Context: an optimization exercise on an open-source flow, tuned for small area and a short achievable clock period. The choices shown serve that exercise and are no tape-out recipe. In this exercise RTL edits were held to simulation tests only and were not proved equivalent to the original.

==> run E <==
## d72_burst_check
module d72_burst_check (
    input  wire         clk,
    input  wire         rst,
    input  wire         beat_valid,
    input  wire [31:0]  beat_dq,
    input  wire [7:0]   beat_cb,
    input  wire [1:0]   exp_channel,
    input  wire [29:0]  exp_burst,
    input  wire [15:0]  exp_epoch,
    output reg          res_valid,
    output reg  [1:0]   res_status,
    output reg  [7:0]   res_corrected,
    output wire [511:0] res_data
);
==> flow/config.mk <==
export PLATFORM = sky130hd
export DESIGN_NAME = d72_burst_check
export DESIGN_NICKNAME = d72_burst_check
export VERILOG_FILES = /design/flow/design.v
export SDC_FILE = /design/flow/constraint.sdc
export NUM_CORES = 4
export LEC_CHECK = 0
export CAP_MARGIN = 20
export CORE_MARGIN = 2
export CORE_UTILIZATION = 45
export CTS_CLUSTER_DIAMETER = 80
export CTS_CLUSTER_SIZE = 25
export SLEW_MARGIN = 20
==> flow/constraint.sdc <==
create_clock -name core_clock -period 40.0 [get_ports {clk}]
set_input_delay 8.0000 -clock core_clock [delete_from_list [all_inputs] [get_ports {clk}]]
set_output_delay 8.0000 -clock core_clock [all_outputs]
set_load 0.01 [all_outputs]
standard.sh (not shown) runs the stock make flow with config.mk's settings and CLKGATE_MAP_FILE= SYNTH_SCRIPT=/design/flow/synth_recipe.tcl, a recipe that flattens the netlist after the stock synthesis.
==> flow/flow/run.sh <==
#!/bin/bash
# The standard layout, except:
#  - synthesis maps the logic with an area-oriented ABC script (flow/area.abc)
#    instead of ORFS's speed script; registers are mapped as in the standard
#    synthesis (same dfflibmap step, same names);
#  - port buffers are plain buf_1 cells.
set -euo pipefail
W=$(pwd)
export BUFFER_PORTS_ARGS="-buffer_cell sky130_fd_sc_hd__buf_1"
# synthesis script: synth_recipe.tcl with ORFS's synth.tcl calling ABC with our script
sed "s#log_cmd abc {\*}\$abc_args#log_cmd abc -script $W/flow/area.abc {*}[lrange \$abc_args 2 end]#" \
    "$FLOW_HOME/scripts/synth.tcl" > "$W/synth_core.tcl"
grep -q "flow/area.abc" "$W/synth_core.tcl"
sed "s#source \$::env(SCRIPTS_DIR)/synth.tcl#source $W/synth_core.tcl#" synth_recipe.tcl > "$W/own_synth.tcl"
grep -q "synth_core.tcl" "$W/own_synth.tcl"
bash standard.sh "SYNTH_SCRIPT=$W/own_synth.tcl" synth > synth.log 2>&1
bash standard.sh "SYNTH_SCRIPT=$W/own_synth.tcl" > standard.log 2>&1
==> flow/flow/area.abc <==
strash
dch
map -a
topo
stime -c
buffer -c
upsize -c
dnsize -c
==> run R: changes against run E <==
==> flow/flow/run.sh (replaced) <==
#!/bin/bash
set -euo pipefail
export BUFFER_PORTS_ARGS="-buffer_cell sky130_fd_sc_hd__buf_1"
bash standard.sh > standard.log 2>&1
Settings changed: CTS_BUF_LIST set to sky130_fd_sc_hd__clkbuf_8, CTS_CLUSTER_DIAMETER 80 to unset, CTS_CLUSTER_SIZE 25 to unset.
removed: flow/flow/area.abc
==> run G: changes against run E <==
--- a/flow/flow/run.sh
+++ b/flow/flow/run.sh
@@ -7,6 +7,7 @@
 set -euo pipefail
 W=$(pwd)
 export BUFFER_PORTS_ARGS="-buffer_cell sky130_fd_sc_hd__buf_1"
+export SETUP_SLACK_MARGIN=30.8
 # synthesis script: synth_recipe.tcl with ORFS's synth.tcl calling ABC with our script
 sed "s#log_cmd abc {\*}\$abc_args#log_cmd abc -script $W/flow/area.abc {*}[lrange \$abc_args 2 end]#" \
     "$FLOW_HOME/scripts/synth.tcl" > "$W/synth_core.tcl"
Settings changed: CTS_CLUSTER_DIAMETER 80 to unset, CTS_CLUSTER_SIZE 25 to unset.
==> results.txt <==
* Status: finished clean
* Fraction of the mapped netlist area in compound gates at 0.0251
* Layout area overhead at 19.1%
* Routed vias/inst at 5.31
* Final cell count without fillers at 3388
* Met2 Wirelength at 47400 um
That was run R.
==> results.txt <==
* Routed vias/inst at 5.26
* Status: finished clean
* CP Capture Type: output port
* First-pass GRT wire length at 135000 um
* Post-synth ARST share at 0
* Met2 Wirelength at 47600 um
* Layout area overhead at 35.4%
* Hold Path Sink: st[2][11]
* Final cell count without fillers at 3632
* Fraction of the mapped netlist area in compound gates at 0.0169
* Max reg flops at 512
* Top layer in use: met4
That was run G.
==> results.txt <==
* Status: finished clean
* Met2 Wirelength at 44700 um
* Layout area overhead at 17.4%
* Fraction of the mapped netlist area in compound gates at 0.0169
* Crit path max fanout at 2
* Routed vias/inst at 5.28
* Largest regs: st: 512 flops, E: 48 flops, dq: 32 flops
That was run E.

---

==> inputs of fjord <==
d72_burst_check, a different RTL version from the one above (not shown whole).
Settings: LEC_CHECK=0, CAP_MARGIN=20, CORE_MARGIN=2, CORE_UTILIZATION=45, CTS_CLUSTER_DIAMETER=100, CTS_CLUSTER_SIZE=20, SLEW_MARGIN=20; clock period 40.0 ns.
==> flow/flow/run.sh <==
#!/bin/bash
# The standard layout, except:
#  - synthesis maps the logic with an area-oriented ABC script (flow/area.abc,
#    ABC9 mapper &nf in area mode)
#    instead of ORFS's speed script; registers are mapped as in the standard
#    synthesis (same dfflibmap step, same names);
#  - port buffers are plain buf_1 cells;
#  - the resizer aims for 30.6 ns of setup slack (SETUP_SLACK_MARGIN) so that it
#    shortens the few slow flop-to-output paths; the SDC is unchanged.
set -euo pipefail
W=$(pwd)
export BUFFER_PORTS_ARGS="-buffer_cell sky130_fd_sc_hd__buf_1"
export SETUP_SLACK_MARGIN=30.7
# synthesis script: synth_recipe.tcl with ORFS's synth.tcl calling ABC with our script
sed "s#log_cmd abc {\*}\$abc_args#log_cmd abc -script $W/flow/area.abc {*}[lrange \$abc_args 2 end]#" \
    "$FLOW_HOME/scripts/synth.tcl" > "$W/synth_core.tcl"
grep -q "flow/area.abc" "$W/synth_core.tcl"
sed "s#source \$::env(SCRIPTS_DIR)/synth.tcl#source $W/synth_core.tcl#" synth_recipe.tcl > "$W/own_synth.tcl"
grep -q "synth_core.tcl" "$W/own_synth.tcl"
bash standard.sh "SYNTH_SCRIPT=$W/own_synth.tcl" synth > synth.log 2>&1
bash standard.sh "SYNTH_SCRIPT=$W/own_synth.tcl" > standard.log 2>&1
==> flow/flow/area.abc <==
&get -n
&st
&syn2
&dch
&nf -a -R 1000
&put
==> garnet: changes against fjord <==
--- a/flow/design.v
+++ b/flow/design.v
@@ -65,69 +65,74 @@
     assign fc[4] = cb[4] ^ cb[5] ^ fc_x46 ^ fc_x50 ^ fc_x51 ^ fc_x58 ^ fc_x65;
     assign fc[5] = E[12] ^ E[13] ^ E[14] ^ E[15] ^ E[16] ^ E[18] ^ E[21] ^ E[22] ^ E[23] ^ E[24] ^ E[25] ^ E[26] ^ E[27] ^ fc_x61 ^ fc_x62;
     assign fc[6] = fc_x66;
     assign fc[7] = cb[7] ^ fc_x66;
     wire [7:0] hlo, hhi;
-    wire [15:0] hh;
-    wire hh_x32 = dq[30] ^ dq[31];
-    wire hh_x33 = dq[13] ^ dq[14];
-    wire hh_x34 = dq[23] ^ hh_x32;
-    wire hh_x35 = dq[24] ^ dq[26];
-    wire hh_x36 = dq[7] ^ dq[8];
-    wire hh_x37 = dq[15] ^ hh_x33;
-    wire hh_x38 = dq[0] ^ hh_x37;
-    wire hh_x39 = dq[6] ^ dq[10];
-    wire hh_x40 = dq[12] ^ dq[17];
-    wire hh_x41 = dq[25] ^ dq[27];
-    wire hh_x42 = dq[1] ^ dq[2];
-    wire hh_x43 = dq[9] ^ hh_x36;
-    wire hh_x44 = dq[21] ^ dq[22];
-    wire hh_x45 = dq[28] ^ dq[29];
-    wire hh_x46 = hh_x34 ^ hh_x35;
-    wire hh_x47 = dq[3] ^ dq[5];
-    wire hh_x48 = dq[4] ^ hh_x39;
-    wire hh_x49 = dq[11] ^ dq[16];
-    wire hh_x50 = dq[18] ^ dq[19];
-    wire hh_x51 = hh_x38 ^ hh_x43;
-    wire hh_x52 = hh_x40 ^ hh_x49;
-    wire hh_x53 = hh_x41 ^ hh_x46;
-    wire hh_x54 = dq[20] ^ hh_x44;
-    wire hh_x55 = dq[2] ^ dq[6];
-    wire hh_x56 = dq[3] ^ dq[24];
-    wire hh_x57 = dq[10] ^ dq[29];
-    wire hh_x58 = dq[11] ^ hh_x39;
-    wire hh_x59 = dq[16] ^ dq[17];
-    wire hh_x60 = dq[19] ^ hh_x47;
-    wire hh_x61 = dq[23] ^ hh_x38;
-    wire hh_x62 = dq[27] ^ hh_x44;
-    wire hh_x63 = dq[28] ^ hh_x53;
-    wire hh_x64 = hh_x32 ^ hh_x35;
-    wire hh_x65 = hh_x32 ^ hh_x52;
-    wire hh_x66 = hh_x34 ^ hh_x42;
-    wire hh_x67 = hh_x36 ^ hh_x55;
-    wire hh_x68 = hh_x42 ^ hh_x48;
-    wire hh_x69 = hh_x45 ^ hh_x53;
-    wire hh_x70 = hh_x51 ^ hh_x58;
-    wire hh_x71 = hh_x54 ^ hh_x69;
-    assign hh[0] = hh_x33 ^ hh_x46 ^ hh_x47 ^ hh_x52 ^ hh_x62 ^ hh_x67;
-    assign hh[1] = dq[18] ^ hh_x51 ^ hh_x59 ^ hh_x63;
-    assign hh[2] = dq[0] ^ dq[1] ^ dq[8] ^ dq[14] ^ dq[20] ^ dq[22] ^ dq[27] ^ dq[31] ^ hh_x40 ^ hh_x48 ^ hh_x56;
-    assign hh[3] = dq[18] ^ dq[25] ^ hh_x43 ^ hh_x52 ^ hh_x56 ^ hh_x57 ^ hh_x66;
-    assign hh[4] = dq[11] ^ dq[12] ^ hh_x60 ^ hh_x63 ^ hh_x68;
-    assign hh[5] = dq[10] ^ hh_x37 ^ hh_x50 ^ hh_x65;
-    assign hh[6] = hh_x71;
-    assign hh[7] = hh_x71;
-    assign hh[8] = dq[5] ^ dq[7] ^ dq[9] ^ hh_x33 ^ hh_x45 ^ hh_x48 ^ hh_x50;
-    assign hh[9] = dq[20] ^ dq[25] ^ hh_x50 ^ hh_x64 ^ hh_x70;
-    assign hh[10] = dq[7] ^ dq[14] ^ hh_x41 ^ hh_x57 ^ hh_x60 ^ hh_x64;
-    assign hh[11] = dq[21] ^ dq[30] ^ hh_x35 ^ hh_x40 ^ hh_x61 ^ hh_x67;
-    assign hh[12] = hh_x34 ^ hh_x45 ^ hh_x62 ^ hh_x70;
-    assign hh[13] = dq[26] ^ hh_x41 ^ hh_x42 ^ hh_x45 ^ hh_x59 ^ hh_x61;
-    assign hh[14] = dq[0] ^ hh_x50 ^ hh_x54 ^ hh_x66;
-    assign hh[15] = hh_x47 ^ hh_x51 ^ hh_x65 ^ hh_x68;
-    assign hlo = hh[7:0];
-    assign hhi = hh[15:8];
+    wire hlo_x32 = dq[24] ^ dq[31];
+    wire hlo_x33 = dq[23] ^ dq[30];
+    wire hlo_x34 = dq[27] ^ hlo_x32;
+    wire hlo_x35 = dq[25] ^ hlo_x33;
+    wire hlo_x36 = dq[26] ^ hlo_x34;
+    wire hlo_x37 = dq[3] ^ dq[12];
+    wire hlo_x38 = dq[8] ^ dq[17];
+    wire hlo_x39 = dq[28] ^ hlo_x35;
+    wire hlo_x40 = hlo_x36 ^ hlo_x39;
+    wire hlo_x41 = dq[1] ^ dq[10];
+    wire hlo_x42 = dq[2] ^ dq[11];
+    wire hlo_x43 = dq[6] ^ hlo_x37;
+    wire hlo_x44 = dq[7] ^ dq[16];
+    wire hlo_x45 = dq[13] ^ dq[14];
+    wire hlo_x46 = dq[20] ^ dq[22];
+    wire hlo_x47 = hlo_x38 ^ hlo_x44;
+    wire hlo_x48 = dq[4] ^ hlo_x41;
+    wire hlo_x49 = dq[5] ^ hlo_x42;
+    wire hlo_x50 = dq[9] ^ dq[18];
+    wire hlo_x51 = dq[15] ^ hlo_x45;
+    wire hlo_x52 = dq[21] ^ dq[29];
+    wire hlo_x53 = hlo_x40 ^ hlo_x46;
+    wire hlo_x54 = hlo_x43 ^ hlo_x48;
+    wire hlo_x55 = hlo_x47 ^ hlo_x50;
+    wire hlo_x56 = hlo_x52 ^ hlo_x53;
+    assign hlo[0] = dq[21] ^ dq[22] ^ hlo_x33 ^ hlo_x36 ^ hlo_x43 ^ hlo_x45 ^ hlo_x47 ^ hlo_x49;
+    assign hlo[1] = dq[0] ^ hlo_x40 ^ hlo_x51 ^ hlo_x55;
+    assign hlo[2] = dq[0] ^ dq[14] ^ hlo_x34 ^ hlo_x38 ^ hlo_x46 ^ hlo_x54;
+    assign hlo[3] = dq[29] ^ hlo_x32 ^ hlo_x35 ^ hlo_x37 ^ hlo_x41 ^ hlo_x42 ^ hlo_x55;
+    assign hlo[4] = dq[19] ^ hlo_x40 ^ hlo_x49 ^ hlo_x54;
+    assign hlo[5] = dq[10] ^ dq[11] ^ dq[12] ^ dq[16] ^ dq[17] ^ dq[18] ^ dq[19] ^ dq[30] ^ dq[31] ^ hlo_x51;
+    assign hlo[6] = hlo_x56;
+    assign hlo[7] = hlo_x56;
+    wire hhi_x32 = dq[7] ^ dq[14];
+    wire hhi_x33 = dq[0] ^ dq[13];
+    wire hhi_x34 = dq[6] ^ hhi_x32;
+    wire hhi_x35 = dq[15] ^ hhi_x33;
+    wire hhi_x36 = dq[30] ^ dq[31];
+    wire hhi_x37 = dq[8] ^ hhi_x34;
+    wire hhi_x38 = dq[9] ^ dq[10];
+    wire hhi_x39 = hhi_x35 ^ hhi_x37;
+    wire hhi_x40 = dq[1] ^ dq[2];
+    wire hhi_x41 = dq[11] ^ hhi_x36;
+    wire hhi_x42 = dq[18] ^ dq[19];
+    wire hhi_x43 = dq[21] ^ dq[23];
+    wire hhi_x44 = dq[24] ^ dq[26];
+    wire hhi_x45 = dq[27] ^ dq[29];
+    wire hhi_x46 = hhi_x38 ^ hhi_x39;
+    wire hhi_x47 = hhi_x41 ^ hhi_x46;
+    wire hhi_x48 = dq[3] ^ dq[5];
+    wire hhi_x49 = dq[12] ^ dq[17];
+    wire hhi_x50 = dq[16] ^ hhi_x40;
+    wire hhi_x51 = dq[20] ^ hhi_x42;
+    wire hhi_x52 = dq[22] ^ hhi_x43;
+    wire hhi_x53 = dq[25] ^ hhi_x44;
+    wire hhi_x54 = dq[28] ^ hhi_x45;
+    assign hhi[0] = dq[4] ^ dq[5] ^ dq[13] ^ dq[28] ^ dq[29] ^ hhi_x34 ^ hhi_x38 ^ hhi_x42;
+    assign hhi[1] = hhi_x47 ^ hhi_x51 ^ hhi_x53;
+    assign hhi[2] = dq[10] ^ dq[19] ^ hhi_x32 ^ hhi_x36 ^ hhi_x45 ^ hhi_x48 ^ hhi_x53;
+    assign hhi[3] = dq[2] ^ dq[30] ^ hhi_x39 ^ hhi_x43 ^ hhi_x44 ^ hhi_x49;
+    assign hhi[4] = hhi_x47 ^ hhi_x52 ^ hhi_x54;
+    assign hhi[5] = dq[14] ^ dq[17] ^ dq[23] ^ dq[25] ^ dq[26] ^ hhi_x35 ^ hhi_x50 ^ hhi_x54;
+    assign hhi[6] = dq[0] ^ hhi_x36 ^ hhi_x40 ^ hhi_x51 ^ hhi_x52;
+    assign hhi[7] = dq[4] ^ hhi_x47 ^ hhi_x48 ^ hhi_x49 ^ hhi_x50;
     reg [7:0] synp;
     always @(posedge clk)
         if (v & ~odd) synp <= hlo ^ fc;
     wire [7:0] syn = synp ^ hhi;
     localparam [511:0] DCOLS = 512'hd6de3531342e260e785058424743a8a0babfbb889297939a9f9b858184e8e0fafffbc8d2d7d3dadfdbc5c1c4302a2f2b2227233d393c0a0f0b1511141d191c06;
==> flow/flow/run.sh (replaced) <==
#!/bin/bash
# The standard layout, except:
#  - synthesis maps the logic with an area-oriented ABC script (flow/area.abc)
#    instead of ORFS's speed script; registers are mapped as in the standard
#    synthesis (same dfflibmap step, same names);
#  - port buffers are plain buf_1 cells;
#  - the resizer aims for 30.6 ns of setup slack (SETUP_SLACK_MARGIN) so that it
#    shortens the few slow flop-to-output paths; the SDC is unchanged.
set -euo pipefail
W=$(pwd)
export BUFFER_PORTS_ARGS="-buffer_cell sky130_fd_sc_hd__buf_1"
export SETUP_SLACK_MARGIN=30.6
# synthesis script: synth_recipe.tcl with ORFS's synth.tcl calling ABC with our script
sed "s#log_cmd abc {\*}\$abc_args#log_cmd abc -script $W/flow/area.abc {*}[lrange \$abc_args 2 end]#" \
    "$FLOW_HOME/scripts/synth.tcl" > "$W/synth_core.tcl"
grep -q "flow/area.abc" "$W/synth_core.tcl"
sed "s#source \$::env(SCRIPTS_DIR)/synth.tcl#source $W/synth_core.tcl#" synth_recipe.tcl > "$W/own_synth.tcl"
grep -q "synth_core.tcl" "$W/own_synth.tcl"
bash standard.sh "SYNTH_SCRIPT=$W/own_synth.tcl" synth > synth.log 2>&1
bash standard.sh "SYNTH_SCRIPT=$W/own_synth.tcl" > standard.log 2>&1
==> flow/flow/area.abc (replaced) <==
strash
dch
map -a
topo
stime -c
buffer -c
upsize -c
dnsize -c
==> comparison table <==
metric                                                   fjord     garnet
Run status                            timing/DRC/antenna clean  timing/DRC/antenna clean
Standard-cell row count                                     88         90
Average routed wire per standard cell                  27.8 um    26.8 um
Multiplexer area fraction after synthesis              0.00748          0
Met3 wirelength from detailed routing                  6410 um    5390 um
Clock tree skew after final layout                   0.0202 ns  0.0210 ns
Wire length of the first global-routing pass         117000 um  120000 um
Number of buffers inserted by post-CTS setup repair         21          5
Clock-pin slew on the worst setup and hold paths       0.09 ns    0.08 ns
Initial core utilization                                 0.456      0.454
Met2 wire length                                      43300 um   46600 um
Vias after detailed routing                              16100      16600
Footprint of the multi-input gates                   6660 um^2  7040 um^2
Worst-case reg-to-reg path depth                            26         39
Number of global-route vias before repair                15700      16300
Gate count of the mapped netlist                          1608       1816
Global routing usage on met1                             0.343      0.324

-- what the ideal ports hide --
Ports are ideal in the flow. The routed layouts listed here were re-timed in OpenROAD. Step 1: set_driving_cell puts a clkbuf_16 on clk and a buf_2 on each other input, an assumption about the parent block. Step 2 adds t to the input delays and takes it off the output delays; t is the mean of the earliest and latest rising clock arrival at the registers after step 1. Input paths then give back, and output paths get back, about the clock's delay inside the block. Slacks: ideal ports / drivers / drivers and shift; pairs: ideal ports / drivers.
| run | t (ns) | setup slack, ns | hold slack, ns | worst setup path after step 2 |
|---|---|---|---|---|
| run E | 0.667 | 30.357 / 30.290 / 30.957 | 0.431 / 0.431 / 0.431 | register to output |
| run R | 0.791 | 30.338 / 30.276 / 31.067 | 0.419 / 0.419 / 0.419 | register to output |
| run G | 0.679 | 30.617 / 30.552 / 31.231 | 0.421 / 0.421 / 0.421 | register to output |
| fjord | 0.651 | 30.592 / 30.528 / 31.180 | 0.447 / 0.447 / 0.447 | register to output |
| garnet | 0.649 | 30.665 / 30.601 / 31.250 | 0.448 / 0.448 / 0.448 | register to output |
After both steps setup and hold are still met in every run listed.
